From an optimization exercise on the open Yosys and OpenROAD flow, aimed at small area; shortcuts taken in it are not production practice.
Function was checked by simulation only, so behaviour that the tests miss may differ from the original.
Power and IR drop assume default switching activity.

==> flow/design.v <==
module ps_filter (
    input  wire       clk,
    input  wire       rst,
    input  wire [7:0] filt,
    input  wire       in_s,    
    output reg        lvl,     
    output wire       rise,
    output wire       fall
);
    reg  [7:0] cnt;
    wire       same   = (in_s == lvl);
    wire       zero   = (cnt == 8'd0);
    wire       accept = !same && zero;
    wire [7:0] cnt_dec;
    ps_dec #(.W(8)) u_dec (.a(cnt), .y(cnt_dec));
    always @(posedge clk) begin
        if (rst || same || zero) cnt <= filt;
        else                     cnt <= cnt_dec;
        if (rst)         lvl <= 1'b0;
        else if (accept) lvl <= in_s;
    end
    assign rise = accept &&  in_s;
    assign fall = accept && !in_s;
endmodule
module ps_add #(parameter W = 8) (
    input  wire [W-1:0] a,
    input  wire [W-1:0] b,
    input  wire         ci,
    output wire [W-1:0] s,
    output wire         co
);
    wire [W:0] c;
    assign c[0] = ci;
    genvar i;
    generate
        for (i = 0; i < W; i = i + 1) begin : g
            wire p = a[i] ^ b[i];
            assign s[i]   = p ^ c[i];
            assign c[i+1] = (a[i] & b[i]) | (p & c[i]);
        end
    endgenerate
    assign co = c[W];
endmodule
module ps_inc #(parameter W = 8) (
    input  wire [W-1:0] a,
    input  wire         ci,
    output wire [W-1:0] y,
    output wire         co
);
    wire [W:0] c;
    assign c[0] = ci;
    genvar i;
    generate
        for (i = 0; i < W; i = i + 1) begin : g
            assign y[i]   = a[i] ^ c[i];
            assign c[i+1] = a[i] & c[i];
        end
    endgenerate
    assign co = c[W];
endmodule
module ps_dec #(parameter W = 8) (
    input  wire [W-1:0] a,
    output wire [W-1:0] y
);
    wire [W:0] b;
    assign b[0] = 1'b1;
    genvar i;
    generate
        for (i = 0; i < W; i = i + 1) begin : g
            assign y[i]   = a[i] ^ b[i];
            assign b[i+1] = ~a[i] & b[i];
        end
    endgenerate
endmodule
module ps_divider (
    input  wire        clk,
    input  wire        rst,
    input  wire        start,       
    input  wire        zero_in,     
    input  wire        neg_in,      
    input  wire [26:0] d_in,        
    input  wire [23:0] cpr_m1,
    output reg         valid,
    output wire [31:0] speed,
    output wire [31:0] rpm,
    output wire        range
);
    localparam [39:0] SPEED_NUM_REV = 40'h002EDC25D0;
    reg         busy;
    reg  [1:0]  ph;
    reg  [5:0]  cnt;
    reg  [39:0] q;
    reg  [26:0] rem;
    reg  [30:0] v;
    reg         brw, seen, sat_s, sat_r, zero, neg;
    wire        divm  = !ph[0];                        
    wire        last  = ph[1] && !ph[0] ? (cnt == 6'd41) : (cnt == 6'd39);
    wire        ge40  = cnt[5] && cnt[3];              
    wire        lo31  = !cnt[5] && (cnt[4:0] != 5'd31);  
    wire        b     = q[0];                           
    wire        din   = !ph[1] ? (ph[0] ? b : SPEED_NUM_REV[cnt])
                               : (!ge40 && q[39]);
    wire [27:0] shifted = {rem, din};
    wire [27:0] dvs     = ph[1] ? {4'd0, cpr_m1} : {1'b0, v[26:0]};
    wire [27:0] diff;
    wire        ge;
    ps_add #(.W(28)) u_sub (.a(shifted), .b(~dvs), .ci(!ph[1]), .s(diff), .co(ge));
    wire        qbit  = ge && !zero;
    wire        take  = ge && divm;
    wire        d4    = rem[3];
    wire        t15   = d4 ^ b ^ brw;
    wire        brw_n = (!d4 && (b || brw)) || (b && brw);
    wire        nbit  = b ^ (neg && seen);              
    wire        tbit  = ph[1] ? nbit : t15;
    wire [5:0]  cnt_inc;
    ps_inc #(.W(6)) u_cnt (.a(cnt), .ci(1'b1), .y(cnt_inc), .co());
    always @(posedge clk) begin
        if (rst) begin
            busy  <= 1'b0;
            ph    <= 2'd0;
            cnt   <= 6'd0;
            valid <= 1'b0;
        end else begin
            valid <= busy && ph == 2'd3 && last;
            if (start) begin
                busy <= 1'b1;
                ph   <= 2'd0;
                cnt  <= 6'd0;
            end else if (busy) begin
                if (last) begin
                    cnt <= 6'd0;
                    ph  <= {ph[1] ^ ph[0], !ph[0]};
                    if (ph == 2'd3) busy <= 1'b0;
                end else begin
                    cnt <= cnt_inc;
                end
            end
        end
    end
    always @(posedge clk) begin
        if (start || last) rem <= 27'd0;
        else if (take)     rem <= diff[26:0];
        else               rem <= shifted[26:0];
        if (divm) q <= {q[38:0], qbit};
        else      q <= {tbit, q[39:1]};
        brw  <= divm ? 1'b0 : brw_n;
        seen <= divm ? 1'b0 : (seen || b);
        if (start) begin
            v     <= {4'd0, d_in};
            zero  <= zero_in;
            neg   <= neg_in;
            sat_s <= 1'b0;
            sat_r <= 1'b0;
        end else if (busy) begin
            if (ph == 2'd1 && lo31) v <= {nbit, v[30:1]};
            if (ph == 2'd1 && !lo31) sat_s <= sat_s || b;
            if (ph == 2'd2 && ge40)  sat_r <= sat_r || q[39];
            if (ph == 2'd3 && !lo31) sat_r <= sat_r || b;
        end
    end
    assign speed = {neg && !zero, sat_s ? {{30{!neg}}, 1'b1} : v};
    assign rpm   = {neg && (sat_r || seen), sat_r ? {{30{!neg}}, 1'b1} : q[30:0]};
    assign range = sat_s || sat_r;
endmodule
module ps_channel (
    input  wire        clk,
    input  wire        rst,
    input  wire        a_in,
    input  wire        b_in,
    input  wire        z_in,
    input  wire [7:0]  cfg_filt,
    input  wire        cfg_mode,       
    input  wire        cfg_inv,
    input  wire [1:0]  cfg_z_mode,
    input  wire        cfg_z_inv,
    input  wire        cfg_home_req,
    input  wire [23:0] cfg_cpr_m1,
    input  wire [7:0]  cfg_still,      
    input  wire [23:0] cfg_z_tol,
    input  wire        cmd_set_pos,
    input  wire [23:0] preset_pos,
    input  wire [31:0] preset_rev,
    input  wire        cmd_arm_z,
    input  wire        cmp_wr,
    input  wire        cmp_wr_en,
    input  wire        cmp_wr_repeat,
    input  wire [1:0]  cmp_wr_cdir,
    input  wire [23:0] cmp_wr_value,
    input  wire        snap,
    output reg  [23:0] pos,
    output reg  [31:0] rev,
    output reg         dir,            
    output reg         homed,
    output wire        moving,
    output wire [4:0]  cond,           
    output reg  [23:0] zcap,
    output wire [31:0] zerr,
    output reg         cmp_en,
    output reg         cmp_fire,
    output reg         cmp_fire_dir,
    output reg  [47:0] cmp_time,
    output reg         cmd_err,
    output wire        snap_valid,
    output reg  [23:0] snap_pos,
    output reg  [31:0] snap_rev,
    output reg         snap_dir,
    output reg         snap_homed,
    output reg         snap_moving,
    output wire [31:0] snap_speed,     
    output wire [31:0] snap_rpm,       
    output wire        snap_range
);
    localparam [25:0] DS_SEED = 26'h0000001;
    localparam [25:0] DS_LAST = 26'h2B87031;
    wire [23:0] m = cfg_cpr_m1;
    wire [7:0]  f = cfg_filt;
    reg  [47:0] ts;
    wire [47:0] ts_inc;
    wire [7:0]  f_neg;
    ps_inc #(.W(48)) u_ts  (.a(ts), .ci(1'b1), .y(ts_inc), .co());
    ps_inc #(.W(8))  u_fng (.a(~f), .ci(1'b1), .y(f_neg), .co());
    always @(posedge clk) begin
        if (rst) ts <= {{40{|f}}, f_neg};
        else     ts <= ts_inc;
    end
    reg [1:0] a_sync, b_sync, z_sync;
    always @(posedge clk) begin
        if (rst) begin
            a_sync <= 2'b00;
            b_sync <= 2'b00;
            z_sync <= 2'b00;
        end else begin
            a_sync <= {a_sync[0], a_in};
            b_sync <= {b_sync[0], b_in};
            z_sync <= {z_sync[0], z_in};
        end
    end
    wire a_lvl, a_rise, a_fall;
    wire b_lvl, b_rise, b_fall;
    wire z_lvl, z_rise, z_fall;
    ps_filter u_fa (.clk(clk), .rst(rst), .filt(f), .in_s(a_sync[1]),
                    .lvl(a_lvl), .rise(a_rise), .fall(a_fall));
    ps_filter u_fb (.clk(clk), .rst(rst), .filt(f), .in_s(b_sync[1]),
                    .lvl(b_lvl), .rise(b_rise), .fall(b_fall));
    ps_filter u_fz (.clk(clk), .rst(rst), .filt(f), .in_s(z_sync[1]),
                    .lvl(z_lvl), .rise(z_rise), .fall(z_fall));
    reg [9:0] b_hist;
    always @(posedge clk) begin
        if (rst) b_hist <= 10'd0;
        else     b_hist <= {b_hist[8:0], b_lvl};
    end
    wire ev      = cfg_mode ? (a_rise ^ b_rise) : a_rise;
    wire raw_up  = cfg_mode ? a_rise : ~b_hist[9];
    wire up      = raw_up ^ cfg_inv;
    wire setup_v = !cfg_mode && a_rise && (b_hist != {10{b_lvl}});
    wire preset_bad, cmp_val_bad;
    ps_add #(.W(24)) u_pbad (.a(preset_pos),   .b(~m), .ci(1'b0), .s(), .co(preset_bad));
    ps_add #(.W(24)) u_cbad (.a(cmp_wr_value), .b(~m), .ci(1'b0), .s(), .co(cmp_val_bad));
    wire preset_ok = cmd_set_pos && !preset_bad;
    wire cmp_bad   = cmp_val_bad || (cmp_wr_cdir == 2'd3);
    wire [23:0] p0 = preset_ok ? preset_pos : pos;
    wire [31:0] r0 = preset_ok ? preset_rev : rev;
    wire        at_top  = (p0 == m);
    wire        at_zero = (p0 == 24'd0);
    wire [24:0] pc;
    wire [23:0] p_step;
    assign pc[0] = 1'b1;
    genvar gi;
    generate
        for (gi = 0; gi < 24; gi = gi + 1) begin : g_pstep
            assign p_step[gi] = p0[gi] ^ pc[gi];
            assign pc[gi+1]   = pc[gi] & (p0[gi] ^ !up);
        end
    endgenerate
    wire [23:0] p1 = !ev ? p0 :
                     up  ? (at_top  ? 24'd0 : p_step) :
                           (at_zero ? m     : p_step);
    reg         cmp_repeat;
    reg  [1:0]  cmp_cdir;
    reg  [23:0] cmp_value;
    wire        dir_ok = (cmp_cdir == 2'd0) || (cmp_cdir == 2'd1 && up) || (cmp_cdir == 2'd2 && !up);
    wire        fire   = cmp_en && ev && (p1 == cmp_value) && dir_ok;
    reg         armed;
    wire        z_ev    = (cfg_z_mode != 2'd0) && (cfg_z_inv ? z_fall : z_rise);
    wire        do_home = z_ev && ((cfg_z_mode == 2'd2) || (cfg_z_mode == 2'd3 && armed));
    wire [24:0] cpr;
    ps_inc #(.W(24)) u_cpr (.a(m), .ci(1'b1), .y(cpr[23:0]), .co(cpr[24]));
    wire        go_down;                                   
    ps_add #(.W(25)) u_gd (.a(cpr), .b(~{p1, 1'b0}), .ci(1'b1), .s(), .co(go_down));
    wire [24:0] corr;                                      
    ps_add #(.W(25)) u_corr (.a(go_down ? 25'd0 : cpr), .b(~{1'b0, p1}), .ci(1'b1),
                             .s(corr), .co());
    wire [23:0] corr_abs = go_down ? p1 : corr[23:0];
    wire        tol_over;
    ps_add #(.W(24)) u_tol (.a(corr_abs), .b(~cfg_z_tol), .ci(1'b0), .s(), .co(tol_over));
    wire        home_up = do_home && !go_down;
    wire        r_inc = (ev && up && at_top) || home_up;
    wire        r_dec = ev && !up && at_zero;
    wire        r_en  = r_inc ^ r_dec;
    wire [32:0] rc;
    wire [31:0] r2;
    assign rc[0] = r_en;
    generate
        for (gi = 0; gi < 32; gi = gi + 1) begin : g_rstep
            assign r2[gi]    = r0[gi] ^ rc[gi];
            assign rc[gi+1]  = rc[gi] & (r0[gi] ^ r_dec);
        end
    endgenerate
    wire        wrap = (rc[31] && (r0[31] == r_dec)) ||
                       (r_inc && r_dec && r0 == 32'h8000_0000);
    wire [23:0] p2 = do_home ? 24'd0 : p1;
    reg  [23:0] zm_cnt;
    reg         zm_ph;
    reg         z_missing;
    wire        zm_zero = (zm_cnt == 24'd0);
    wire [23:0] zm_dec;
    ps_dec #(.W(24)) u_zm (.a(zm_cnt), .y(zm_dec));
    reg         z_mismatch;
    reg         rev_wrap;
    reg         dir_setup;
    reg  [25:0] ds_lfsr;
    reg  [22:0] zerr_lo;
    reg         zerr_s;
    assign zerr = {{9{zerr_s}}, zerr_lo};
    always @(posedge clk) begin
        if (rst) begin
            pos        <= 24'd0;
            rev        <= 32'd0;
            homed      <= 1'b0;
            dir        <= 1'b0;
            zcap       <= 24'd0;
            zerr_lo    <= 23'd0;
            zerr_s     <= 1'b0;
            armed      <= 1'b0;
            z_missing  <= 1'b0;
            z_mismatch <= 1'b0;
            rev_wrap   <= 1'b0;
            dir_setup  <= 1'b0;
            cmp_en     <= 1'b0;
            cmp_repeat <= 1'b0;
            cmp_cdir   <= 2'd0;
            cmp_value  <= 24'd0;
            cmp_fire   <= 1'b0;
            cmp_fire_dir <= 1'b0;
            cmp_time   <= 48'd0;
            cmd_err    <= 1'b0;
        end else begin
            pos <= p2;
            rev <= r2;
            if (ev) dir <= !up;
            if (preset_ok || do_home) homed <= 1'b1;
            if (z_ev) zcap <= p1;
            if (do_home) begin
                zerr_lo    <= corr[22:0];
                zerr_s     <= corr[24];
                z_mismatch <= (cfg_z_tol != 24'd0) && tol_over;
            end
            if (cmd_arm_z)                            armed <= 1'b1;
            else if (z_ev && cfg_z_mode == 2'd3)      armed <= 1'b0;
            if (z_ev)
                z_missing <= 1'b0;
            else if (ev && zm_ph && zm_zero && cfg_z_mode != 2'd0)
                z_missing <= 1'b1;
            if (wrap)      rev_wrap <= 1'b1;
            else if (snap) rev_wrap <= 1'b0;
            if (setup_v)
                dir_setup <= 1'b1;
            else if (ds_lfsr == DS_LAST)
                dir_setup <= 1'b0;
            cmp_fire <= fire;
            if (fire) begin
                cmp_fire_dir <= !up;
                cmp_time     <= ts;
                if (!cmp_repeat) cmp_en <= 1'b0;
            end
            if (cmp_wr && !cmp_bad) begin
                cmp_en     <= cmp_wr_en;
                cmp_repeat <= cmp_wr_repeat;
                cmp_cdir   <= cmp_wr_cdir;
                cmp_value  <= cmp_wr_value;
            end
            cmd_err <= (cmd_set_pos && preset_bad) || (cmp_wr && cmp_bad);
        end
    end
    always @(posedge clk) begin
        if (rst || z_ev) begin
            zm_cnt <= m;
            zm_ph  <= 1'b0;
        end else if (ev) begin
            if (!zm_zero)
                zm_cnt <= zm_dec;
            else if (!zm_ph) begin
                zm_cnt <= {1'b0, m[23:1]};
                zm_ph  <= 1'b1;
            end
        end
    end
    always @(posedge clk) begin
        if (setup_v)
            ds_lfsr <= DS_SEED;
        else
            ds_lfsr <= {ds_lfsr[24:0], ds_lfsr[25] ^ ds_lfsr[5] ^ ds_lfsr[1] ^ ds_lfsr[0]};
    end
    assign cond = {rev_wrap, cfg_home_req & ~homed, z_mismatch, z_missing, dir_setup};
    reg  [26:0] since;
    reg  [26:0] per_n;
    reg         h_ne;          
    reg         h_full;        
    reg         last_up;
    wire [26:0] since_inc;
    ps_inc #(.W(27)) u_since (.a(ev ? {19'd0, f} : since), .ci(1'b1), .y(since_inc), .co());
    wire [26:0] period_n;                                    
    ps_add #(.W(27)) u_per (.a(since), .b(~{19'd0, f}), .ci(1'b1), .s(period_n), .co());
    wire [7:0]  s = cfg_still;
    wire [11:0] s15, s9;
    wire [16:0] s265;
    wire [21:0] s15625;
    ps_add #(.W(12)) u_s15  (.a({s, 4'd0}), .b(~{4'd0, s}), .ci(1'b1), .s(s15), .co());
    ps_add #(.W(12)) u_s9   (.a({1'b0, s, 3'd0}), .b({4'd0, s}), .ci(1'b0), .s(s9), .co());
    ps_add #(.W(17)) u_s265 (.a({1'b0, s, 8'd0}), .b({5'd0, s9}), .ci(1'b0), .s(s265), .co());
    ps_add #(.W(22)) u_s156 (.a({s15[11:0], 10'd0}), .b({5'd0, s265}), .ci(1'b0), .s(s15625), .co());
    wire        still_hit = h_ne && (since == {s15625, 5'd0});
    assign moving = h_ne;
    always @(posedge clk) begin
        since <= since_inc;
        if (rst) begin
            h_ne   <= 1'b0;
            h_full <= 1'b0;
        end else if (ev) begin
            if (h_ne && up == last_up) begin
                per_n  <= period_n;
                h_full <= 1'b1;
            end else begin
                h_full <= 1'b0;
            end
            h_ne    <= 1'b1;
            last_up <= up;
        end else if (still_hit) begin
            h_ne   <= 1'b0;
            h_full <= 1'b0;
        end
    end
    wire since_gt;                                           
    ps_add #(.W(27)) u_sgt (.a(since), .b(~per_n), .ci(1'b0), .s(), .co(since_gt));
    always @(posedge clk) begin
        if (snap) begin
            snap_pos    <= pos;
            snap_rev    <= rev;
            snap_dir    <= dir;
            snap_homed  <= homed;
            snap_moving <= h_ne && !still_hit;
        end
    end
    ps_divider u_div (
        .clk(clk), .rst(rst), .start(snap && !rst),
        .zero_in(!h_full || still_hit), .neg_in(!last_up),
        .d_in(since_gt ? since : per_n), .cpr_m1(m),
        .valid(snap_valid), .speed(snap_speed), .rpm(snap_rpm), .range(snap_range));
endmodule
==> flow/run.sh <==
#!/bin/bash
# synth_recipe.tcl (not shown) runs the flow's synth.tcl, then flattens the netlist and writes it again
# the make line also repeats each setting of config.mk as NAME=value (left out here)
make -C /OpenROAD-flow-scripts/flow DESIGN_CONFIG=/design/flow/config.mk WORK_HOME=/design/flow/orfs CLKGATE_MAP_FILE= SYNTH_SCRIPT=/design/flow/synth_recipe.tcl finish
==> flow/config.mk <==
export PLATFORM = sky130hd
export DESIGN_NAME = ps_channel
export DESIGN_NICKNAME = ps_channel
export VERILOG_FILES = /design/flow/design.v
export SDC_FILE = /design/flow/constraint.sdc
export NUM_CORES = 4
export LEC_CHECK = 0
export ABC_AREA = 1
export CAP_MARGIN = 20
export CORE_MARGIN = 2
export CORE_UTILIZATION = 60
export CTS_BUF_LIST = sky130_fd_sc_hd__clkbuf_4
export GPL_TIMING_DRIVEN = 0
export SLEW_MARGIN = 20
==> flow/constraint.sdc <==
create_clock -name core_clock -period 20.0 [get_ports {clk}]
set_input_delay 4.0000 -clock core_clock [delete_from_list [all_inputs] [get_ports {clk}]]
set_output_delay 4.0000 -clock core_clock [all_outputs]
set_load 0.01 [all_outputs]
==> results of run 1 <==
[cell type report]
type                            instances  area [sq um]
Clock buffer                          224          1680
Timing Repair Buffer                  497          4950
Sequential cell                       562         12700
Inverter                              654          2480
Clock inverter                         44           264
Antenna cell                           14          35.0
Buffer                                167           772
Tap cell                              688           861
Multi-Input combinational cell       2584         16100
Fill cell                            4115         12600
[stage by stage]
stage,power (uW),hold slack [ns],worst slack (ns)
2_1_floorplan,1890,0.388,0.0165
3_3_place_gp,2140,0.389,-2.96
3_5_place_dp,2170,0.394,-3.08
4_1_cts,3230,0.368,0.0254
5_1_grt,3440,0.413,-0.570
6_report,3250,0.388,0.354
[path summary, 6_finish.rpt]
path,start,to,slack [ns],depth (start not counted)
worst max-delay path,cfg_cpr_m1[6],z_mismatch,0.35,125
worst min-delay path,a_sync[0],a_sync[1],0.39,2
worst max register to register,u_fb.cnt[4],z_mismatch,4.71,86
worst min register to register,a_sync[0],a_sync[1],0.39,2
[per-layer routing]
metal | global-route usage (%) | part of all wire (%)
met4 | 17.4 | 4.6
met1 | 46.7 | 41
met3 | 7.74 | 9.0
met2 | 55.7 | 45
met5 | 0 | 0.064
[registers in the layout, summed over array words and instances, names as in the netlist, 6 cells and up]
name       flops
u_fb.cnt       8
cmp_value     24
u_div.rem     27
u_fa.cnt       8
zerr_lo       23
per_n         27
u_div.v       31
rev           32
pos           24
b_hist        10
cmp_time      48
u_fz.cnt       8
ds_lfsr       26
u_div.q       40
snap_rev      32
snap_pos      24
zcap          24
zm_cnt        24
u_div.cnt      6
since         27
ts            48
[cells in the final DEF, fill, tap and decap left out, types with 7 or more instances in the layout]
master and n:
diode_2 14, nor4_1 24, fa_2 23, fa_1 52, xnor2_1 16, xor2_1 39
nand2_1 765, o21ai_1 8, clkbuf_1 136, nor3_1 19, nor2_1 277, or2_2 59
a221oi_1 17, edfxtp_1 140, o21a_1 15, o22ai_1 10, nand2_2 29, clkinv_1 27
o21ai_0 495, clkbuf_4 224, inv_2 19, nand2_4 9, clkdlybuf4s50_1 444, buf_1 7
nand4_1 52, o21bai_1 22, a21oi_1 179, inv_1 629, dfxtp_1 422, clkinv_2 8
o211ai_1 10, ha_1 307, nand3_1 99, buf_4 48
[worst min-delay path, stage by stage, from the launching register on]
cell	delay [ns]
dfxtp_1	0.29
inv_1	0.04
nor2_1	0.03
[logic make-up after synthesis]
logic type / share of synthesized area (%)
muxes: 0.190
AOI/OAI and AO/OA: 13.4
and+or+nand+nor: 17.8
DFF: 40.0
xor gates and xnor gates: 1.55
buffers and inverters: 10.0
adders and majority gates: 17.0
[timing repair]
action                     in CTS  in global routing
cloned                          1                  0
setup endpoints to repair       5                  4
resized for setup              81                 64
pin swaps                      10                 16
hold endpoints to repair        0                  0
hold buffers                    0                  0
setup buffers                  19                 16
[power by group]
group | total, uW | switching, uW | internal [uW]
clock | 1060 | 513 | 542
combinational | 842 | 485 | 357
sequential | 1350 | 66.2 | 1280
==> metrics.md, run 1 <==
| Metric | Value |
|---|---|
| Crit-path max cell delay | 0.56 ns |
| Layout Nets | 5162 |
| Post-route cell area | roughly 0.040 sq mm |
| CTS Buf Count | 149 |
| Clk buf depth | 3 |
| Via count | between 20000 and 30000 |
| Vias per cell | 5.40 |
| LEAKAGE | 0.0185 uW |
| Cell row count | 84 |
| Worst-path fanout max | 10 |
| Crit path time final | ~20 ns |
| Largest net degree at the start of global routing | between 40 and 50 |
| Total wire length | around 100 mm |
| Area post-placement | 0.0372 sq mm |
| Gp weighted congestion | 0.994 |
| Post-synth top area cell | dfxtp_1 |
| Synth cell types | 52 |
| Clock transition at the registers of the reported paths | about 0.06 ns |
| Most frequent CP cell | nand2_1 |
| Max Freq | around 0.05 GHz |
| TritonRoute pass-1 iters | 6 |
| Netlist Area Pre-Place | 0.0316 sq mm |
| Top-area cell type share of the netlist area | 26.7% |
| Avg Inst Size Synth | 7.97 sq um |
| Synthesized flop and latch total | about 560 |
| CP endpoint kind | flip-flop |
| Chip height | 234 microns |
| Inst Count DP | around 5100 |
| Initial antenna violation count | 13 |
| Worst vdd rail ir drop | 0.0709 mV |
| Max_cap viols | 0 |
| Die Footprint | 0.0545 sq mm |
| Initial Util | 60.4% |
| Detailed placer's ending HPWL | between 70 and 80 mm |
| Top cells by area, synth | dfxtp_1 27%, edfxtp_1 13%, ha_1 12% |
| Skew final | between 0.08 and 0.09 ns |
| Final hold violation count | 0 |
| Slew Viols, Final | 0 |
| Tightest Hold Check Type | reg -> reg |
| Setup-failing EPs final | 0 |
| Share of cells above drive strength 1 | 10.1% |
| Slew of the pin with the lowest slew margin | 0.917 ns |
| Number of global-route vias before repair | 27753 |
| Drt initial violations | 2704 |
| # IOs | 460 |
| Commonest cells in the netlist | 788 x nand2_1, 642 x inv_1, 497 x o21ai_0 |
| Die width | between 200 and 250 microns |
| Average wire per standard cell | ~18 microns |
| DRC viols | 0 |
| Yosys warns | 3 |
| First-pass GRT wire length | roughly 150 mm |
| Async SR Flop Fraction | 0% |
| Clock Latency Late Sink | 1.06 ns |
| CP top delay family | adder cells |
| CTS tree | yes |
| Sequential-to-total area share from yosys stat | 40.0% |
| Worst Path Class, Setup | in -> reg |
| Utilization after layout | 76.0% |
| Antenna viol nets, final | 0 |
| Synth Flop Type | dfxtp_1 |
| Setup tns final | 0 ns |
| Relative slew slack | between 30% and 40% |
| Status | finished clean |
| Worst EP arrival | 20.54 ns |
| RSZ-0062 raised after global routing | yes |
| GRT Total Usage | 35.6% |
| Final period util | 98.2% |
| Critical Path RT | 20.89 ns |
| CTS H-tree depth | 4 |
| Highest-delay cell along the critical path | fa_2 |
| EDFF count, synth | 140 |
| Core area | 0.0523 sq mm |
| Clock sink count | 562 |
| Root Driver | clkbuf_4 |
| Cells after synthesis | 3968 |
| Port buffer count | 458 |
| Buffers and inverters on the worst path | 8 |
| Overflow after GRT | 0 |
| Most common cell in the netlist | nand2_1 |
| P&R area growth vs syn | 25.8% |
| P per Cell Area | 81.6 mW/mm^2 |
| Fin cells | around 5400 |
| Startpoint type of the worst setup path | input pin |
==> run 2: changes to the inputs <==
--- a/flow/config.mk
+++ b/flow/config.mk
@@ -9,6 +9,4 @@
 export CAP_MARGIN = 20
 export CORE_MARGIN = 2
 export CORE_UTILIZATION = 60
-export CTS_BUF_LIST = sky130_fd_sc_hd__clkbuf_4
-export GPL_TIMING_DRIVEN = 0
 export SLEW_MARGIN = 20
==> run 2 against run 1 <==
  * Worst setup slack improved by 0.11 ns
  * Clock skew fell by 0.020 ns
  * Via count is 2.2% lower
  * Still clean
  * Critical path type unchanged
  * Non-clock buffer count is 14 higher
==> metrics.md, run 2 <==
| Metric | Value |
|---|---|
| Status | finished clean |
| Die width | 234 microns (unchanged) |
| Average wire per standard cell | 18.4 microns (+1.2%) |
| Hold Path Stages | 2 (unchanged) |
| Synthesized flop and latch total | 562 (unchanged) |
| Sequential-to-total area share from yosys stat | 40.0% (unchanged) |
| Drt initial violations | 2551 (-5.7%) |
| Commonest cells in the netlist | 788 x nand2_1, 642 x inv_1, 497 x o21ai_0 |
| Commonest cells after routing, fill and taps aside | 750 x nand2_1, 633 x inv_1, 495 x o21ai_0 |
| Chip height | 234 microns (unchanged) |
| Post-synth top area cell | dfxtp_1 |
| Top cells by area, synth | dfxtp_1 27%, edfxtp_1 13%, ha_1 12% |
| CP endpoint kind | flip-flop |
| Register-to-Register Setup Slack | 5.26 ns (+0.55 ns) |
| Core area | 0.0523 sq mm (unchanged) |
| Highest-delay cell along the critical path | fa_2 |
| CTS H-tree depth | 2 (-2) |
| Vias per cell | 5.42 (+0.54%) |
| Area post-placement | 0.0377 sq mm (+1.4%) |
| CTS Buf Count | 59 (-60%) |
| Total wire length | 97.4 mm (-1.5%) |
| Max Freq | 0.0512 GHz (+0.55%) |
| Reg-to-Reg End | z_mismatch |
| Met2 Wirelength | 44.9 mm (+0.89%) |
| Root Driver | clkbuf_16 |
| Gp weighted congestion | 1.00 (+0.66%) |
| Yosys warns | 3 (unchanged) |
| EDFF count, synth | 140 (unchanged) |
| Hold path startpoint | a_sync[0] |
| Highest routed metal layer | met5 |
| Synth Flop Type | dfxtp_1 |
| Avg Inst Size Synth | 7.97 sq um (unchanged) |
| P&R area growth vs syn | 28.2% |
| Clk buf depth | 3 (unchanged) |
| Skew final | 0.0687 ns (-0.0195 ns) |
| Initial Util | 60.4% (unchanged) |
| Clock sink count | 562 (unchanged) |
| Setup tns final | 0 ns (unchanged) |
| Overflow after GRT | 0 (unchanged) |
| Slew Viols, Final | 0 (unchanged) |
| Initial antenna violation count | 12 (-1) |
| Antenna viol nets, final | 0 (unchanged) |
| Post-route cell area | 0.0405 sq mm (+1.9%) |
| Biggest regs | cmp_time: 48 flops, ts: 48 flops, u_div.q: 40 flops |
| P per Cell Area | 83.1 mW/mm^2 (+1.8%) |
| Largest net degree at the start of global routing | 115 (+160%) |
| Layout Nets | 5086 (-1.5%) |
| Cell row count | 84 (unchanged) |
| Tightest Hold Check Type | reg -> reg |
| Worst EP arrival | 20.04 ns (-0.50 ns) |
| Die Footprint | 0.0545 sq mm (unchanged) |
| Crit path time final | 19.54 ns (-0.107 ns) |
| WHS Endpoint | a_sync[1] |
| Max_cap viols | 0 (unchanged) |
| Setup-failing EPs final | 0 (unchanged) |
| Netlist Area Pre-Place | 0.0316 sq mm (unchanged) |
| Hold-fix buffers, CTS | 0 (unchanged) |
| Final hold violation count | 0 (unchanged) |
| Final period util | 97.7% (-0.53 points) |
| Via count | 28685 (-2.2%) |
| Reg-to-reg startpoint | u_fa.cnt[5] |
| Slew of the pin with the lowest slew margin | 1.09 ns (+0.168 ns) |
| Share of cells above drive strength 1 | 11.2% (+1.1 points) |
| Worst R2R Path Depth | 71 (-17%) |
| Port buffer count | 459 (+0.22%) |
| TritonRoute pass-1 iters | 6 (unchanged) |
| Detailed placer's ending HPWL | 71.7 mm (-6.6%) |
| WL met1 | 39.4 mm (-3.7%) |
| Worst-path fanout max | 5 (-5) |
| DRC viols | 0 (unchanged) |
| Most common cell after layout, fill and taps aside | nand2_1 |
| Relative slew slack | 27.7% (-11 points) |
| Worst Path Class, Setup | in -> reg |
| First-pass GRT wire length | 148 mm (-0.99%) |
| Most frequent CP cell | nand2_1 |
| Top-area cell type share of the netlist area | 26.7% (unchanged) |
| Met3 Wirelength | 8.26 mm (-7.4%) |
| Worst vdd rail ir drop | 0.0787 mV (+11%) |
| RSZ-0062 raised after global routing | yes |
| CTS tree | yes |
| Startpoint type of the worst setup path | input pin |
| Synth cell types | 52 (unchanged) |
| GRT Total Usage | 34.9% (-0.69 points) |
| Clock Latency Late Sink | 0.67 ns (-0.39 ns) |
| Cells after synthesis | 3968 (unchanged) |
| Most common cell in the netlist | nand2_1 |
| # IOs | 460 (unchanged) |
| Number of global-route vias before repair | 27028 (-2.6%) |
| LEAKAGE | 0.0189 uW (+2.3%) |
| Critical Path RT | 20.50 ns (-0.39 ns) |
| Clock transition at the registers of the reported paths | 0.06 ns (about the same) |
| Fillers | 3947 (-4.1%) |
| Async SR Flop Fraction | 0% (unchanged) |
| Crit-path max cell delay | 0.54 ns (-0.02 ns) |
run 2: worst max-delay path, delay by kind of cell:
family / cells / cell delay, ns
simple gates: 53 / 3.37
fa+ha+maj: 25 / 8.76
compound gates: 2 / 0.16
buf+inv: 33 / 3.74
run 2: stage by stage:
| step | power [uW] | setup slack [ns] | hold WS, ns | util, % | instances |
|---|---|---|---|---|---|
| 6_report | 3370 | 0.461 | 0.406 | 77.4 | 5288 |
| 5_1_grt | 3540 | -0.709 | 0.420 | 77.4 | 5284 |
| 4_1_cts | 3340 | 0.0390 | 0.405 | 76.5 | 5260 |
| 3_5_place_dp | 2200 | -1.21 | 0.397 | 72.1 | 5117 |
| 3_3_place_gp | 2170 | -0.890 | 0.391 | 72.1 | 5117 |
| 2_1_floorplan | 1890 | 0.0165 | 0.388 | - | 3968 |
run 2: power breakdown:
group	total, uW	switching [uW]	leakage, uW	internal (uW)
clock network	1120	489	0.000992	633
logic	894	494	0.0131	400
registers	1350	65.2	0.00484	1280
total	3370	1050	0.0189	2320
run 2: cell families after synthesis:
kind of cell             count (synthesis)  synth area share [%]
XOR/XNOR                                56                  1.55
multiplexers                             6                 0.190
buffers and inverters                  822                  10.0
flip-flops                             562                  40.0
AND/OR/NAND/NOR                       1347                  17.8
AO/OA/AOI/OAI                          791                  13.4
adder cells (fa/ha/maj)                384                  17.0
run 2: worst max path at each step:
stage	slack [ns]	cells after the start	to	start
after global placement	-0.89	138	z_mismatch	cfg_cpr_m1[1]
after detailed placement	-1.21	138	z_mismatch	cfg_cpr_m1[1]
final	0.46	113	z_mismatch	preset_pos[4]
after floorplan	0.02	139	z_mismatch	cfg_cpr_m1[1]
after global routing	-0.71	139	z_mismatch	cfg_cpr_m1[1]
after CTS	0.04	139	z_mismatch	cfg_cpr_m1[1]
run 2: layout make-up:
cell class	instances	area (sq um)	area share [%]
timing repair buffer	678	6370	15.7
sequential	562	12700	31.2
multi-input combinational	2584	16100	39.9
inverter	654	2460	6.06
antenna	10	25.0	0.0618
tap	688	861	2.12
clock inverter	29	278	0.686
clock buffer	83	1730	4.26
run 2: repair_timing:
| item | 4_1_cts | 5_1_grt |
|---|---|---|
| endpoints found under the setup margin | 2 | 5 |
| setup buffers | 30 | 13 |
| cloned | 1 | 4 |
| hold endpoints to repair | 0 | 0 |
| pin swaps | 3 | 43 |
| gates resized for setup | 18 | 89 |
run 2: per-layer routing:
| metal | global-route usage (%) | vias to the layer above |
|---|---|---|
| met4 | 15.8 | 6 |
| met1 | 44.8 | 13250 |
| met5 | 0 | - |
| met2 | 57.0 | 1157 |
| li1 | - | 14000 |
| met3 | 6.84 | 272 |
==> run 3: changes to the inputs <==
--- a/flow/design.v
+++ b/flow/design.v
@@ -97,6 +97,8 @@
     wire        last  = ph[1] && !ph[0] ? (cnt == 6'd41) : (cnt == 6'd39);
     wire        ge40  = cnt[5] && cnt[3];              
     wire        lo31  = !cnt[5] && (cnt[4:0] != 5'd31);  
+    wire        lo9   = (cnt[5:3] == 3'd0) || (cnt == 6'd8);   
+    wire        lo11  = lo9 || (cnt == 6'd9) || (cnt == 6'd10);  
     wire        b     = q[0];                           
     wire        din   = !ph[1] ? (ph[0] ? b : SPEED_NUM_REV[cnt])
                                : (!ge40 && q[39]);
@@ -110,7 +112,8 @@
     wire        d4    = rem[3];
     wire        t15   = d4 ^ b ^ brw;
     wire        brw_n = (!d4 && (b || brw)) || (b && brw);
-    wire        nbit  = b ^ (neg && seen);              
+    wire        mbit  = b || (ph[1] ? sat_r : sat_s);
+    wire        nbit  = mbit ^ (neg && seen);
     wire        tbit  = ph[1] ? nbit : t15;
     wire [5:0]  cnt_inc;
     ps_inc #(.W(6)) u_cnt (.a(cnt), .ci(1'b1), .y(cnt_inc), .co());
@@ -144,7 +147,7 @@
         if (divm) q <= {q[38:0], qbit};
         else      q <= {tbit, q[39:1]};
         brw  <= divm ? 1'b0 : brw_n;
-        seen <= divm ? 1'b0 : (seen || b);
+        seen <= divm ? 1'b0 : (seen || mbit);
         if (start) begin
             v     <= {4'd0, d_in};
             zero  <= zero_in;
@@ -153,13 +156,12 @@
             sat_r <= 1'b0;
         end else if (busy) begin
             if (ph == 2'd1 && lo31) v <= {nbit, v[30:1]};
-            if (ph == 2'd1 && !lo31) sat_s <= sat_s || b;
-            if (ph == 2'd2 && ge40)  sat_r <= sat_r || q[39];
-            if (ph == 2'd3 && !lo31) sat_r <= sat_r || b;
+            if (ph == 2'd0 && lo9)  sat_s <= sat_s || qbit;
+            if (ph == 2'd2 && lo11) sat_r <= sat_r || qbit;
         end
     end
-    assign speed = {neg && !zero, sat_s ? {{30{!neg}}, 1'b1} : v};
-    assign rpm   = {neg && (sat_r || seen), sat_r ? {{30{!neg}}, 1'b1} : q[30:0]};
+    assign speed = {neg && !zero, v};
+    assign rpm   = {neg && seen, q[30:0]};
     assign range = sat_s || sat_r;
 endmodule
 module ps_channel (
@@ -290,9 +292,6 @@
     wire [24:0] corr;                                      
     ps_add #(.W(25)) u_corr (.a(go_down ? 25'd0 : cpr), .b(~{1'b0, p1}), .ci(1'b1),
                              .s(corr), .co());
-    wire [23:0] corr_abs = go_down ? p1 : corr[23:0];
-    wire        tol_over;
-    ps_add #(.W(24)) u_tol (.a(corr_abs), .b(~cfg_z_tol), .ci(1'b0), .s(), .co(tol_over));
     wire        home_up = do_home && !go_down;
     wire        r_inc = (ev && up && at_top) || home_up;
     wire        r_dec = ev && !up && at_zero;
@@ -312,16 +311,30 @@
     reg  [23:0] zm_cnt;
     reg         zm_ph;
     reg         z_missing;
-    wire        zm_zero = (zm_cnt == 24'd0);
+    wire        zm_zero = (zm_cnt[23:1] == 23'd0) && (zm_ph || !zm_cnt[0]);
     wire [23:0] zm_dec;
-    ps_dec #(.W(24)) u_zm (.a(zm_cnt), .y(zm_dec));
-    reg         z_mismatch;
+    wire [23:0] zm_bc;                                     
+    assign zm_bc[0] = !zm_ph;
+    assign zm_bc[1] = zm_ph || !zm_cnt[0];
+    generate
+        for (gi = 0; gi < 24; gi = gi + 1) begin : g_zm
+            assign zm_dec[gi] = zm_cnt[gi] ^ zm_bc[gi];
+            if (gi >= 1 && gi < 23) begin : g_b
+                assign zm_bc[gi+1] = zm_bc[gi] && !zm_cnt[gi];
+            end
+        end
+    endgenerate
+    wire        z_mismatch;
     reg         rev_wrap;
     reg         dir_setup;
     reg  [25:0] ds_lfsr;
     reg  [22:0] zerr_lo;
     reg         zerr_s;
     assign zerr = {{9{zerr_s}}, zerr_lo};
+    wire        tol_over;
+    ps_add #(.W(23)) u_tol (.a(zerr_lo ^ {23{zerr_s}}), .b(~cfg_z_tol[22:0]), .ci(zerr_s),
+                            .s(), .co(tol_over));
+    assign z_mismatch = (cfg_z_tol != 24'd0) && !cfg_z_tol[23] && tol_over;
     always @(posedge clk) begin
         if (rst) begin
             pos        <= 24'd0;
@@ -333,13 +346,9 @@
             zerr_s     <= 1'b0;
             armed      <= 1'b0;
             z_missing  <= 1'b0;
-            z_mismatch <= 1'b0;
             rev_wrap   <= 1'b0;
             dir_setup  <= 1'b0;
             cmp_en     <= 1'b0;
-            cmp_repeat <= 1'b0;
-            cmp_cdir   <= 2'd0;
-            cmp_value  <= 24'd0;
             cmp_fire   <= 1'b0;
             cmp_fire_dir <= 1'b0;
             cmp_time   <= 48'd0;
@@ -353,7 +362,6 @@
             if (do_home) begin
                 zerr_lo    <= corr[22:0];
                 zerr_s     <= corr[24];
-                z_mismatch <= (cfg_z_tol != 24'd0) && tol_over;
             end
             if (cmd_arm_z)                            armed <= 1'b1;
             else if (z_ev && cfg_z_mode == 2'd3)      armed <= 1'b0;
@@ -373,24 +381,26 @@
                 cmp_time     <= ts;
                 if (!cmp_repeat) cmp_en <= 1'b0;
             end
-            if (cmp_wr && !cmp_bad) begin
-                cmp_en     <= cmp_wr_en;
-                cmp_repeat <= cmp_wr_repeat;
-                cmp_cdir   <= cmp_wr_cdir;
-                cmp_value  <= cmp_wr_value;
-            end
+            if (cmp_wr && !cmp_bad) cmp_en <= cmp_wr_en;
             cmd_err <= (cmd_set_pos && preset_bad) || (cmp_wr && cmp_bad);
         end
     end
     always @(posedge clk) begin
+        if (!rst && cmp_wr && !cmp_bad) begin
+            cmp_repeat <= cmp_wr_repeat;
+            cmp_cdir   <= cmp_wr_cdir;
+            cmp_value  <= cmp_wr_value;
+        end
+    end
+    always @(posedge clk) begin
         if (rst || z_ev) begin
             zm_cnt <= m;
             zm_ph  <= 1'b0;
         end else if (ev) begin
-            if (!zm_zero)
+            if (!zm_zero) begin
                 zm_cnt <= zm_dec;
-            else if (!zm_ph) begin
-                zm_cnt <= {1'b0, m[23:1]};
+            end else if (!zm_ph) begin
+                zm_cnt <= m;
                 zm_ph  <= 1'b1;
             end
         end
--- a/flow/config.mk
+++ b/flow/config.mk
@@ -9,4 +9,8 @@
 export CAP_MARGIN = 20
 export CORE_MARGIN = 2
 export CORE_UTILIZATION = 60
+export CTS_BUF_LIST = sky130_fd_sc_hd__clkbuf_8
+export CTS_CLUSTER_DIAMETER = 50
+export CTS_CLUSTER_SIZE = 20
+export GPL_TIMING_DRIVEN = 0
 export SLEW_MARGIN = 20
==> run 3 against run 2 <==
  * Clock skew is 0.028 ns lower
  * Worst setup slack gained 0.44 ns
  * Critical path depth grew 1
  * Total power down 13%
  * Cell area decreased by 4.6%
  * Clock power fell by about 30%
  * Sequential power about the same
  * First-iteration DRC count fell by 9.4%
  * Die area down 0.51%
  * Wire length down 4.1%
  * Sequential share of layout area is 2.1 points higher
  * Critical path type unchanged
  * Critical endpoint is now zerr_s
  * Largest power group unchanged
  * Highest routed layer unchanged
==> metrics.md, run 3 <==
| Metric | Value |
|---|---|
| Compound-gate portion of the synthesized area | 11.1% (-2.3 points) |
| Most common cell after layout, fill and taps aside | nand2_1 |
| Relative slew slack | 26.2% (-1.4 points) |
| P per Cell Area | 75.4 mW/mm^2 (-9.3%) |
| P&R area growth vs syn | 22.9% |
| Crit path time final | 19.10 ns (-0.436 ns) |
| Status | finished clean |
| Die width | 233 microns (-0.25%) |
| Post-synth top area cell | dfxtp_1 |
| Biggest regs | cmp_time: 48 flops, ts: 48 flops, u_div.q: 40 flops |
| CTS Buf Count | 53 (-10%) |
| # IOs | 460 (unchanged) |
| Layout Nets | 4863 (-4.4%) |
| Clock Latency Late Sink | 0.70 ns (+0.03 ns) |
| DRC viols | 0 (unchanged) |
| Post-synthesis mux area share | 0.159% (-0.031 points) |
| Via count | 27366 (-4.6%) |
| Sequential-to-total area share from yosys stat | 41.0% (+1.0 points) |
| Slew Viols, Final | 0 (unchanged) |
| LEAKAGE | 0.0180 uW (-4.6%) |
| Clock transition at the registers of the reported paths | 0.10 ns (+0.04 ns) |
| Largest family of logic cells by synthesized area | simple AND/OR/NAND/NOR gates |
| Most frequent CP cell | nand2_1 |
| Cells after synthesis | 3776 (-4.8%) |
| Average wire per standard cell | 18.5 microns (+0.62%) |
| Max Freq | 0.0523 GHz (+2.3%) |
| Commonest cells in the netlist | 669 x nand2_1, 576 x inv_1, 394 x dfxtp_1 |
| Post-synthesis adder-cell area fraction | 17.2% (+0.18 points) |
| Worst EP arrival | 19.69 ns (-0.35 ns) |
| Clock sink count | 561 (-0.18%) |
| Startpoint type of the worst setup path | input pin |
| Yosys warns | 3 (unchanged) |
| Antenna viol nets, final | 0 (unchanged) |
| Share of cells above drive strength 1 | 8.15% (-3.1 points) |
| Async SR Flop Fraction | 0% (unchanged) |
| Post-synthesis xor/xnor area fraction | 2.31% (+0.76 points) |
| Number of global-route vias before repair | 25611 (-5.2%) |
| Total power | 2910 uW (-13%) |
| Overflow after GRT | 0 (unchanged) |
| EDFF count, synth | 167 (+19%) |
| Met2 GRT Util | 55.7% (-1.3 points) |
| Synth Flop Type | dfxtp_1 |
| Final hold violation count | 0 (unchanged) |
| Skew final | 0.0404 ns (-0.0283 ns) |
| CTS tree | yes |
| Layer with the highest usage | met2 |
| Worst Path Class, Setup | in -> reg |
| M3 GR Usage | 5.60% (-1.2 points) |
| CP top delay family | adder cells |
| Most common cell in the netlist | nand2_1 |
| Slew of the pin with the lowest slew margin | 1.11 ns (+0.0217 ns) |
| Drt initial violations | 2310 (-9.4%) |
| Clk buf depth | 3 (unchanged) |
| Final period util | 95.5% (-2.2 points) |
| Hold_ws | 0.407 ns (+0.000347 ns) |
| Hold-fix buffers, CTS | 0 (unchanged) |
| Root Driver | clkbuf_8 |
| Top cells by area, synth | dfxtp_1 25%, edfxtp_1 16%, ha_1 12% |
| CTS H-tree depth | 2 (unchanged) |
| Critical Path RT | 20.59 ns (+0.09 ns) |
| GRT Total Usage | 33.8% (-1.1 points) |
| Synth cell types | 60 (+15%) |
| Highest-delay cell along the critical path | ha_1 |
| Top-area cell type share of the netlist area | 25.1% (-1.6 points) |
| Synthesized flop and latch total | 561 (-0.18%) |
| Met1 Track Usage GR | 45.0% (+0.21 points) |
| Total wire length | 93.5 mm (-4.1%) |
| Core area | 0.0516 sq mm (-1.4%) |
| Avg Inst Size Synth | 8.33 sq um (+4.5%) |
| Max_cap viols | 0 (unchanged) |
| Die Footprint | 0.0543 sq mm (-0.51%) |
| Worst-path fanout max | 10 (+5) |
| Vias per cell | 5.43 (about the same) |
| Largest net degree at the start of global routing | 37 (-68%) |
| Chip height | 233 microns (-0.25%) |
| Commonest cells after routing, fill and taps aside | 662 x nand2_1, 582 x inv_1, 445 x clkdlybuf4s50_1 |
| Initial Util | 60.9% (+0.53 points) |
| Detailed placer's ending HPWL | 72.7 mm (+1.4%) |
| TritonRoute pass-1 iters | 6 (unchanged) |
| Worst vdd rail ir drop | 0.0870 mV (+11%) |
| CP endpoint kind | flip-flop |
| Initial antenna violation count | 6 (-6) |
| Netlist Area Pre-Place | 0.0314 sq mm (-0.52%) |
| Cell row count | 83 (-1.2%) |
| First-pass GRT wire length | 141 mm (-4.2%) |
| Fillers | 3984 (+0.94%) |
| Setup-failing EPs final | 0 (unchanged) |
| Gp weighted congestion | 0.983 (-1.8%) |
| Port buffer count | 459 (unchanged) |
| Post-Synth Simple-Gate Area | 18.2% (+0.43 points) |
| Crit-path max cell delay | 0.56 ns (+0.02 ns) |
| Tightest Hold Check Type | reg -> reg |
| Buffers and inverters on the worst path | 17 (-48%) |
## run 3: cell types whose count changed in the layout (fill, tap and decap cells not counted), sizes merged, moves of 32 or more
cell,before,now
o21ai,505,358
buf,218,90
nand2,803,691
clkbuf,88,168
nor2,281,339
inv,653,621
## run 3: logic make-up after synthesis
group	count (synthesis)
and+or+nand+nor	1327
xor gates and xnor gates	83
buffers and inverters	784
AOI/OAI and AO/OA	629
DFF	561
adders and majority gates	387
muxes	5
## run 3: final timing paths
| kind | end | cells past startpoint | slack (ns) | from |
|---|---|---|---|---|
| worst max-delay path | zerr_s | 114 | 0.90 | cfg_cpr_m1[5] |
| worst min-delay path | z_sync[1] | 2 | 0.41 | z_sync[0] |
| worst min register to register | z_sync[1] | 2 | 0.41 | z_sync[0] |
| worst max register to register | u_div.rem[23] | 39 | 5.51 | u_div.cnt[1] |
## run 3: repair_timing
action / CTS / global route
buffers inserted: 4 / 15
gates resized for setup: 35 / 73
pin swaps: 1 / 17
setup endpoints to repair: 5 / 4
## run 3: where the power goes
group / leakage [uW] / internal [uW] / switching (uW)
clock network: 0.000626 / 328 / 454
logic: 0.0125 / 333 / 443
registers: 0.00485 / 1290 / 63.2
## run 3: through the flow
step           setup slack (ns)  util [%]  cells  TNS [ns]  instance area [sq um]
2_1_floorplan              1.20         -   3776         0                  31400
5_1_grt                 -0.0281      74.9   5041   -0.0281                  38700
4_1_cts                  0.0448      74.3   5022         0                  38300
3_5_place_dp              -2.42      71.7   4920     -9.24                  37000
6_report                  0.897      74.9   5041         0                  38700
3_3_place_gp              -2.20      71.5   4915     -7.92                  36900
## run 3: layer usage
metal / wire length [microns] / up-vias
met1: 38500 / 12806
li1: - / 13281
met5: 17 / -
met4: 3290 / 4
met2: 43800 / 1067
met3: 7770 / 208
## run 3: worst min-delay path, stage by stage (launching register included)
cell and delay, ns:
dfxtp_1 0.31, inv_1 0.04, nor2_1 0.03
## run 3: layout make-up
| class | instances | area, sq um | share of cell area [%] |
|---|---|---|---|
| multi-input cells | 2431 | 15700 | 40.5 |
| flip-flops and latches | 561 | 12900 | 33.4 |
| repair buffers | 483 | 4850 | 12.5 |
| inverters | 608 | 2300 | 5.94 |
| plain buffers | 175 | 905 | 2.34 |
| well taps | 680 | 851 | 2.20 |
| clock buffers | 54 | 743 | 1.92 |
| clock inverters | 45 | 452 | 1.17 |
| diodes | 4 | 10.0 | 0.0259 |
==> run 4: changes to the inputs <==
==> flow/flow/run.sh (new file) <==
#!/bin/bash
# The standard layout (the standard.sh, standard synthesis unchanged) with
# three ORFS settings changed:
#  - every input and output port is still buffered, with the smallest buffer
#    cell (sky130_fd_sc_hd__buf_1) instead of the one buffer_ports picks;
#  - the buffers ABC inserted are removed at floorplan (REMOVE_ABC_BUFFERS),
#    and repair_design re-buffers only where slew or capacitance need it;
#  - global placement is not timing-driven (no extra placement buffers).
set -euo pipefail
bash standard.sh \
  "BUFFER_PORTS_ARGS=-buffer_cell sky130_fd_sc_hd__buf_1" \
  REMOVE_ABC_BUFFERS=1 \
  GPL_TIMING_DRIVEN=0 \
  finish > standard_flow.log 2>&1
==> flow/standard.sh (new file) <==
#!/bin/bash
# synth_recipe.tcl (not shown) runs the flow's synth.tcl, then flattens the netlist and writes it again
# the make line also repeats each setting of config.mk as NAME=value (left out here)
make -C /OpenROAD-flow-scripts/flow DESIGN_CONFIG=/design/flow/config.mk WORK_HOME=/design/flow/orfs CLKGATE_MAP_FILE= SYNTH_SCRIPT=/design/flow/synth_recipe.tcl "${@:-finish}"
--- a/flow/config.mk
+++ b/flow/config.mk
@@ -13,4 +13,5 @@
 export CTS_CLUSTER_DIAMETER = 50
 export CTS_CLUSTER_SIZE = 20
 export GPL_TIMING_DRIVEN = 0
+export SETUP_SLACK_MARGIN = 0.3
 export SLEW_MARGIN = 20
removed: flow/run.sh
==> run 4 against run 3 <==
  * Still clean
  * Register-to-register slack worse by 0.59 ns
  * Flip-flop and latch count stayed put
  * First-iteration DRC count fell by 14%
  * Non-clock buffer count fell by 144
  * Combinational power shrank 8.2%
  * Critical path depth rose by 15
  * Highest routed layer unchanged
==> metrics.md, run 4 <==
| Metric | Value |
|---|---|
| Setup tns final | 0 ns (unchanged) |
| Largest net degree at the start of global routing | 116 (+210%) |
| Async SR Flop Fraction | 0% (unchanged) |
| P per Cell Area | 82.0 mW/mm^2 (+8.9%) |
| Synthesized flop and latch total | 561 (unchanged) |
| Top-area cell type share of the netlist area | 25.1% (unchanged) |
| Post-route cell area | 0.0359 sq mm (-7.3%) |
| Netlist Area Pre-Place | 0.0314 sq mm (unchanged) |
| Hold Path Stages | 2 (unchanged) |
| Met3 Wirelength | 7.08 mm (-8.9%) |
| Post-Place Setup Slack | -3.21 ns (-0.793 ns) |
| Max_cap viols | 0 (unchanged) |
| Yosys warns | 3 (unchanged) |
| Die width | 233 microns (unchanged) |
| Relative slew slack | 32.0% (+5.8 points) |
| Sequential-to-total area share from yosys stat | 41.0% (unchanged) |
| Min setup slack post-route | 1.22 ns (+0.327 ns) |
| Share of cells above drive strength 1 | 9.10% (+0.95 points) |
| Crit path time final | 18.78 ns (-0.327 ns) |
| Worst-path fanout max | 10 (unchanged) |
| Chip height | 233 microns (unchanged) |
| Most common cell in the netlist | nand2_1 |
| Fin cells | 4922 (-2.4%) |
| Root Driver | clkbuf_8 |
| Biggest regs | cmp_time: 48 flops, ts: 48 flops, u_div.q: 40 flops |
| WL met1 | 37.3 mm (-3.1%) |
| Clock Latency Late Sink | 0.72 ns (+0.02 ns) |
| Reg-to-reg startpoint | u_div.ph[0] |
| GRT Total Usage | 31.0% (-2.8 points) |
| CP endpoint kind | flip-flop |
| Most frequent CP cell | nand2_1 |
| Die Footprint | 0.0543 sq mm (unchanged) |
| Synth cell types | 60 (unchanged) |
| Post-synth top area cell | dfxtp_1 |
| Worst R2R Path Depth | 34 (-13%) |
| Fillers | 4399 (+10%) |
| Highest-delay cell along the critical path | fa_1 |
| P&R area growth vs syn | 14.0% |
| Avg Inst Size Synth | 8.33 sq um (unchanged) |
| Worst vdd rail ir drop | 0.0654 mV (-25%) |
| Via count | 26185 (-4.3%) |
| Slew Viols, Final | 0 (unchanged) |
| Initial antenna violation count | 19 (+13) |
| Port buffer count | 459 (unchanged) |
| Commonest cells after routing, fill and taps aside | 656 x nand2_1, 575 x inv_1, 453 x buf_1 |
| Status | finished clean |
| Cells after synthesis | 3776 (unchanged) |
| Core area | 0.0516 sq mm (unchanged) |
| Area post-placement | 0.0337 sq mm (-9.0%) |
| Commonest cells in the netlist | 669 x nand2_1, 576 x inv_1, 394 x dfxtp_1 |
| Top cells by area, synth | dfxtp_1 25%, edfxtp_1 16%, ha_1 12% |
| Max Freq | 0.0533 GHz (+1.7%) |
| First-pass GRT wire length | 131 mm (-7.3%) |
| Skew final | 0.0472 ns (+0.00681 ns) |
| Final period util | 93.9% (-1.6 points) |
| Highest routed metal layer | met5 |
| TritonRoute pass-1 iters | 8 (+2) |
| Number of global-route vias before repair | 23924 (-6.6%) |
| Tightest Hold Check Type | reg -> reg |
| Synth Flop Type | dfxtp_1 |
| CTS Buf Count | 59 (+11%) |
| # IOs | 460 (unchanged) |
| Most common cell after layout, fill and taps aside | nand2_1 |
| Reg-to-Reg End | u_div.rem[17] |
| LEAKAGE | 0.0168 uW (-7.0%) |
| Worst Path Class, Setup | in -> reg |
| Clk buf depth | 3 (unchanged) |
| Setup-failing EPs final | 0 (unchanged) |
| Average wire per standard cell | 17.4 microns (-6.1%) |
| Worst EP arrival | 19.37 ns (-0.32 ns) |
| Register-to-Register Setup Slack | 4.92 ns (-0.59 ns) |
| Final hold violation count | 0 (unchanged) |
| RSZ-0062 raised after global routing | yes |
| Gp weighted congestion | 0.949 (-3.5%) |
| DRC viols | 0 (unchanged) |
| Total wire length | 85.7 mm (-8.3%) |
| CTS tree | yes |
| CTS H-tree depth | 2 (unchanged) |
| Clock sink count | 561 (unchanged) |
| Cell row count | 83 (unchanged) |
| Vias per cell | 5.32 (-2.0%) |
| Clock transition at the registers of the reported paths | 0.11 ns (about the same) |
| Inst Count DP | 4762 (-3.2%) |
| WHS Endpoint | b_sync[1] |
| Overflow after GRT | 0 (unchanged) |
| Antenna viol nets, final | 0 (unchanged) |
| Hold-fix buffers, CTS | 0 (unchanged) |
| Layout Nets | 4729 (-2.8%) |
| Startpoint type of the worst setup path | input pin |
| Crit-path max cell delay | 0.38 ns (-0.18 ns) |
| Hold path startpoint | b_sync[0] |
| Critical Path RT | 20.60 ns (about the same) |
| Slew of the pin with the lowest slew margin | 1.02 ns (-0.0882 ns) |
| Initial Util | 60.9% (unchanged) |
| Drt initial violations | 1979 (-14%) |
| Met2 Wirelength | 38.9 mm (-11%) |
| Detailed placer's ending HPWL | 63.4 mm (-13%) |
| EDFF count, synth | 167 (unchanged) |
[run 4: cell families (layout without fill, tap and decap cells)]
kind of cell    Yosys count  count (layout)  share of synthesized area (%)
mux                       5               5                          0.159
compound gates          629             629                           11.1
buf+inv                 784            1234                           10.0
other cells               0              12                              0
simple gates           1327            1331                           18.2
xor+xnor                 83              83                           2.31
fa+ha+maj               387             387                           17.2
flops                   561             561                           41.0
[run 4: how the worst max path moves through the flow]
stage / from / end / slack, ns / depth (start not counted)
after floorplan: cfg_cpr_m1[1] / zerr_s / -0.60 / 135
final: cfg_cpr_m1[4] / zerr_s / 1.22 / 129
after detailed placement: cfg_cpr_m1[1] / zerr_s / -3.21 / 133
after global routing: cfg_cpr_m1[1] / zerr_s / 0.19 / 140
after CTS: cfg_cpr_m1[1] / zerr_s / 0.30 / 140
after global placement: cfg_cpr_m1[1] / zerr_s / -4.45 / 129
[run 4: repair_timing]
action                     CTS  global route
cloned                       5             0
resized for setup           28            59
pin swaps                    5            16
buffers inserted            11            19
setup endpoints to repair    8             5
[run 4: final cells by class]
class                   count  area, sq um  area share, %
clock inverters            51          591           1.65
inverters                 608         2310           6.45
repair buffers            514         2460           6.87
clock buffers              61          840           2.34
multi-input cells        2435        15900           44.2
well taps                 680          851           2.37
flip-flops and latches    561        12900           36.0
diodes                     12         30.0         0.0837
[run 4: where the power goes]
part | switching [uW] | internal (uW)
clock network | 500 | 377
logic | 424 | 288
registers | 60.1 | 1290
[run 4: per-layer routing]
metal,vias to the layer above,global-route usage [%]
met2,861,49.4
met5,-,0
met4,22,8.62
met3,167,6.73
met1,12093,42.7
li1,13042,-
[run 4: critical path: cells and delay by family]
kind	cells	cell delay [ns]
adders and majority gates	25	7.85
AOI/OAI and AO/OA	2	0.44
buffers and inverters	9	1.46
and+or+nand+nor	93	5.57
[run 4: stage by stage]
| stage | total power, uW | utilization [%] | hold WS [ns] |
|---|---|---|---|
| after floorplan | 1850 | - | 0.388 |
| after global placement | 2030 | 64.3 | 0.391 |
| after detailed placement | 2050 | 65.3 | 0.392 |
| after CTS | 2940 | 68.6 | 0.401 |
| after global routing | 3130 | 69.4 | 0.384 |
| final | 2940 | 69.5 | 0.389 |
==> run 5: changes to the inputs <==
--- a/flow/design.v
+++ b/flow/design.v
@@ -77,7 +77,7 @@
     input  wire        rst,
     input  wire        start,       
     input  wire        zero_in,     
-    input  wire        neg_in,      
+    input  wire        neg,         
     input  wire [26:0] d_in,        
     input  wire [23:0] cpr_m1,
     output reg         valid,
@@ -92,7 +92,7 @@
     reg  [39:0] q;
     reg  [26:0] rem;
     reg  [30:0] v;
-    reg         brw, seen, sat_s, sat_r, zero, neg;
+    reg         brw, seen, sat_s, sat_r, zero;
     wire        divm  = !ph[0];                        
     wire        last  = ph[1] && !ph[0] ? (cnt == 6'd41) : (cnt == 6'd39);
     wire        ge40  = cnt[5] && cnt[3];              
@@ -151,7 +151,6 @@
         if (start) begin
             v     <= {4'd0, d_in};
             zero  <= zero_in;
-            neg   <= neg_in;
             sat_s <= 1'b0;
             sat_r <= 1'b0;
         end else if (busy) begin
@@ -416,7 +415,7 @@
     reg  [26:0] per_n;
     reg         h_ne;          
     reg         h_full;        
-    reg         last_up;
+    wire        last_up = !dir;    
     wire [26:0] since_inc;
     ps_inc #(.W(27)) u_since (.a(ev ? {19'd0, f} : since), .ci(1'b1), .y(since_inc), .co());
     wire [26:0] period_n;                                    
@@ -444,7 +443,6 @@
                 h_full <= 1'b0;
             end
             h_ne    <= 1'b1;
-            last_up <= up;
         end else if (still_hit) begin
             h_ne   <= 1'b0;
             h_full <= 1'b0;
@@ -463,7 +461,7 @@
     end
     ps_divider u_div (
         .clk(clk), .rst(rst), .start(snap && !rst),
-        .zero_in(!h_full || still_hit), .neg_in(!last_up),
+        .zero_in(!h_full || still_hit), .neg(snap_dir),
         .d_in(since_gt ? since : per_n), .cpr_m1(m),
         .valid(snap_valid), .speed(snap_speed), .rpm(snap_rpm), .range(snap_range));
 endmodule
--- a/flow/config.mk
+++ b/flow/config.mk
@@ -13,5 +13,4 @@
 export CTS_CLUSTER_DIAMETER = 50
 export CTS_CLUSTER_SIZE = 20
 export GPL_TIMING_DRIVEN = 0
-export SETUP_SLACK_MARGIN = 0.3
 export SLEW_MARGIN = 20
==> run 5 against run 4 <==
  * Flip-flop and latch count fell by 2
  * Final cell count decreased by 1.1%
  * Count of clock-buffer cells in the layout fell by 2
  * Combinational power shrank 0.8%
  * Global-route usage increased by 0.31 points
  * Clock power down 3.4%
  * Fmax decreased by 1.6%
  * Critical path depth is 19 lower
  * Synthesized area down 1.0%
  * Sequential share of layout area grew 0.26 points
  * Worst hold slack improved by 0.028 ns
==> metrics.md, run 5 <==
| Metric | Value |
|---|---|
| DRC viols | 0 (unchanged) |
| Chip height | 232 microns (-0.52%) |
| Reg-to-Reg End | u_div.rem[12] |
| Share of cells above drive strength 1 | 8.66% (-0.45 points) |
| Register-to-Register Setup Slack | 5.52 ns (+0.60 ns) |
| GRT Total Usage | 31.3% (+0.31 points) |
| TritonRoute pass-1 iters | 5 (-3) |
| Antenna viol nets, final | 0 (unchanged) |
| Worst setup path startpoint | cfg_cpr_m1[4] |
| Port buffer count | 459 (unchanged) |
| Buffers and inverters on the worst path | 10 (+1) |
| # IOs | 460 (unchanged) |
| Most common cell in the netlist | nand2_1 |
| CP endpoint kind | flip-flop |
| Setup crit end | zerr_s |
| Avg Inst Size Synth | 8.34 sq um (about the same) |
| Max Freq | 0.0524 GHz (-1.6%) |
| Die width | 232 microns (-0.52%) |
| Netlist Area Pre-Place | 0.0311 sq mm (-1.0%) |
| Initial antenna violation count | 21 (+2) |
| Final hold violation count | 0 (unchanged) |
| Post-synth top area cell | dfxtp_1 |
| Slew Viols, Final | 0 (unchanged) |
| Slew of the pin with the lowest slew margin | 1.06 ns (+0.0409 ns) |
| Number of global-route vias before repair | 23909 (-0.063%) |
| Clk buf depth | 3 (unchanged) |
| CP top delay family | adder cells |
| Final period util | 95.4% (+1.5 points) |
| EDFF count, synth | 165 (-1.2%) |
| Max_cap viols | 0 (unchanged) |
| Hold-fix buffers, CTS | 0 (unchanged) |
| Highest-delay cell along the critical path | buf_1 |
| Worst-path fanout max | 7 (-3) |
| Synth Flop Type | dfxtp_1 |
| Commonest cells in the netlist | 678 x nand2_1, 574 x inv_1, 394 x dfxtp_1 |
| P&R area growth vs syn | 13.9% |
| Overflow after GRT | 0 (unchanged) |
| Worst EP arrival | 19.67 ns (+0.30 ns) |
| Most common cell after layout, fill and taps aside | nand2_1 |
| Via count | 26054 (-0.50%) |
| Clock Latency Late Sink | 0.69 ns (-0.03 ns) |
| Setup-failing EPs final | 0 (unchanged) |
| Sequential-to-total area share from yosys stat | 41.3% (+0.24 points) |
| Gp weighted congestion | 0.947 (-0.15%) |
| Layout Nets | 4688 (-0.87%) |
| P per Cell Area | 81.7 mW/mm^2 (-0.35%) |
| Startpoint type of the worst setup path | input pin |
| Yosys warns | 3 (unchanged) |
| Initial Util | 60.7% (-0.27 points) |
| Crit-path max cell delay | 0.39 ns (about the same) |
| Async SR Flop Fraction | 0% (unchanged) |
| Drt initial violations | 1908 (-3.6%) |
| CTS Buf Count | 56 (-5.1%) |
| Area post-placement | 0.0334 sq mm (-0.88%) |
| Top-area cell type share of the netlist area | 25.3% (+0.27 points) |
| Status | finished clean |
| Total wire length | 86.1 mm (+0.48%) |
| Clock sink count | 559 (-0.36%) |
| Most frequent CP cell | nand2_1 |
| Total power | 2900 uW (-1.5%) |
| Biggest regs | cmp_time: 48 flops, ts: 48 flops, u_div.q: 40 flops |
| Post-route cell area | 0.0354 sq mm (-1.2%) |
| Top cells by area, synth | dfxtp_1 25%, edfxtp_1 16%, ha_1 13% |
| Min setup slack post-route | 0.915 ns (-0.309 ns) |
| Detailed placer's ending HPWL | 63.0 mm (-0.57%) |
| Worst R2R Path Depth | 39 (+15%) |
| Vias per cell | 5.35 (+0.56%) |
| Synthesized flop and latch total | 559 (-0.36%) |
| First-pass GRT wire length | 131 mm (-0.12%) |
| Synth cell types | 61 (+1.7%) |
| Cell row count | 83 (unchanged) |
## run 5: changes by cell type after synthesis, moves of 5 or more
cell	change
nand3_1	-9
o211ai_1	+5
nand2_1	+9
nor2_1	+21
clkbuf_1	-8
o21ai_1	-10
nand2_2	-13
o21ai_0	+13
inv_2	-12
nand4_1	-17
nor4_1	-8
nor3_2	+5
## run 5: stage by stage
stage	hold slack, ns	instances	utilization (%)	TNS [ns]
after global placement	0.393	4696	64.0	-131.59
after global routing	0.443	4864	69.0	-0.122
after detailed placement	0.399	4718	65.1	-18.32
after CTS	0.414	4845	68.5	0
final	0.418	4870	69.1	0
after floorplan	0.388	3557	-	-3.27
## run 5: area by class of cell
cell class | count | area (sq um)
Clock buffer | 59 | 812
Sequential cell | 559 | 12800
Fill cell | 4416 | 15900
Clock inverter | 43 | 541
Timing Repair Buffer | 518 | 2480
Multi-Input combinational cell | 2412 | 15600
Inverter | 591 | 2240
Tap cell | 680 | 851
Antenna cell | 8 | 20.0
## run 5: routing by layer
layer  part of all wire [%]  vias to the layer above  wire length (microns)  track usage [%]
met4                    3.3                       30                   2880             10.6
met5                   0.22                        -                    189                0
met2                     45                      861                  39000             50.0
met1                     43                    12078                  37400             43.0
met3                    7.8                      198                   6700             5.80
li1                       -                    12887                      -                -
## run 5: kinds of logic after synthesis
| kind of cell | synth area share [%] |
|---|---|
| AOI/OAI and AO/OA | 11.4 |
| xor gates and xnor gates | 2.31 |
| buffers and inverters | 9.90 |
| muxes | 0.161 |
| adders and majority gates | 17.3 |
| and+or+nand+nor | 17.7 |
| DFF | 41.3 |
## run 5: worst min-delay path by stage
stage | start | endpoint | slack, ns | cells past startpoint
finish | a_sync[0] | a_sync[1] | 0.42 | 2
global route | a_sync[0] | a_sync[1] | 0.44 | 2
CTS | a_sync[0] | a_sync[1] | 0.41 | 2
detailed placement | a_sync[0] | a_sync[1] | 0.40 | 2
global placement | a_sync[0] | a_sync[1] | 0.39 | 2
floorplan | a_sync[0] | a_sync[1] | 0.39 | 2
## run 5: power by group
group	switching, uW	internal (uW)	total (uW)
clock network	473	373	847
logic	423	283	706
registers	58.3	1290	1340
## run 5: worst reg2reg max path, delay by kind of cell, from the launching register on
family / cells / cell delay, ns
buffers and inverters: 1 / 0.14
AO/OA/AOI/OAI: 5 / 0.74
flip-flops: 1 / 0.38
adder cells (fa/ha/maj): 28 / 11.87
AND/OR/NAND/NOR: 5 / 1.28
## run 5: timing repair
action	4_1_cts	5_1_grt
setup buffers	21	16
gates cloned	4	1
hold endpoints to repair	0	0
pin swaps	8	12
setup endpoints to repair	8	4
resized for setup	40	57

-- afterwards: timing with drivers on the ports --
The results above use ideal ports. As a check the final layouts listed here were re-extracted and re-timed, cells and wires unchanged.
Step 1: set_driving_cell puts a clkbuf_16 on clk and a buf_2 on each other input, an assumption about the parent block.
Step 2 moves the port delays by t, midway between the first and last clock arrival at a register: inputs arrive t later, outputs are due t later. That takes back most of the time a late clock gives input paths.
Slacks: ideal ports / drivers / drivers and shift; pairs: ideal ports / drivers.
| run | shift t [ns] | slack for setup (ns) | cell pins on the clock port's net |
|---|---|---|---|
| run 1 | 1.075 | 0.354 / 0.373 / -0.701 | 1 |
| run 2 | 0.695 | 0.461 / 0.486 / -0.209 | 1 |
| run 3 | 0.736 | 0.897 / 0.921 / 0.185 | 1 |
| run 4 | 0.766 | 1.224 / 1.274 / 0.508 | 1 |
| run 5 | 0.738 | 0.915 / 0.949 / 0.212 | 1 |
Met with ideal ports but missed after step 2: setup timing in run 1 and run 2. For run 1, which loses most, drivers alone change the setup slack by +0.019 ns; drivers and shift together by -1.055 ns.
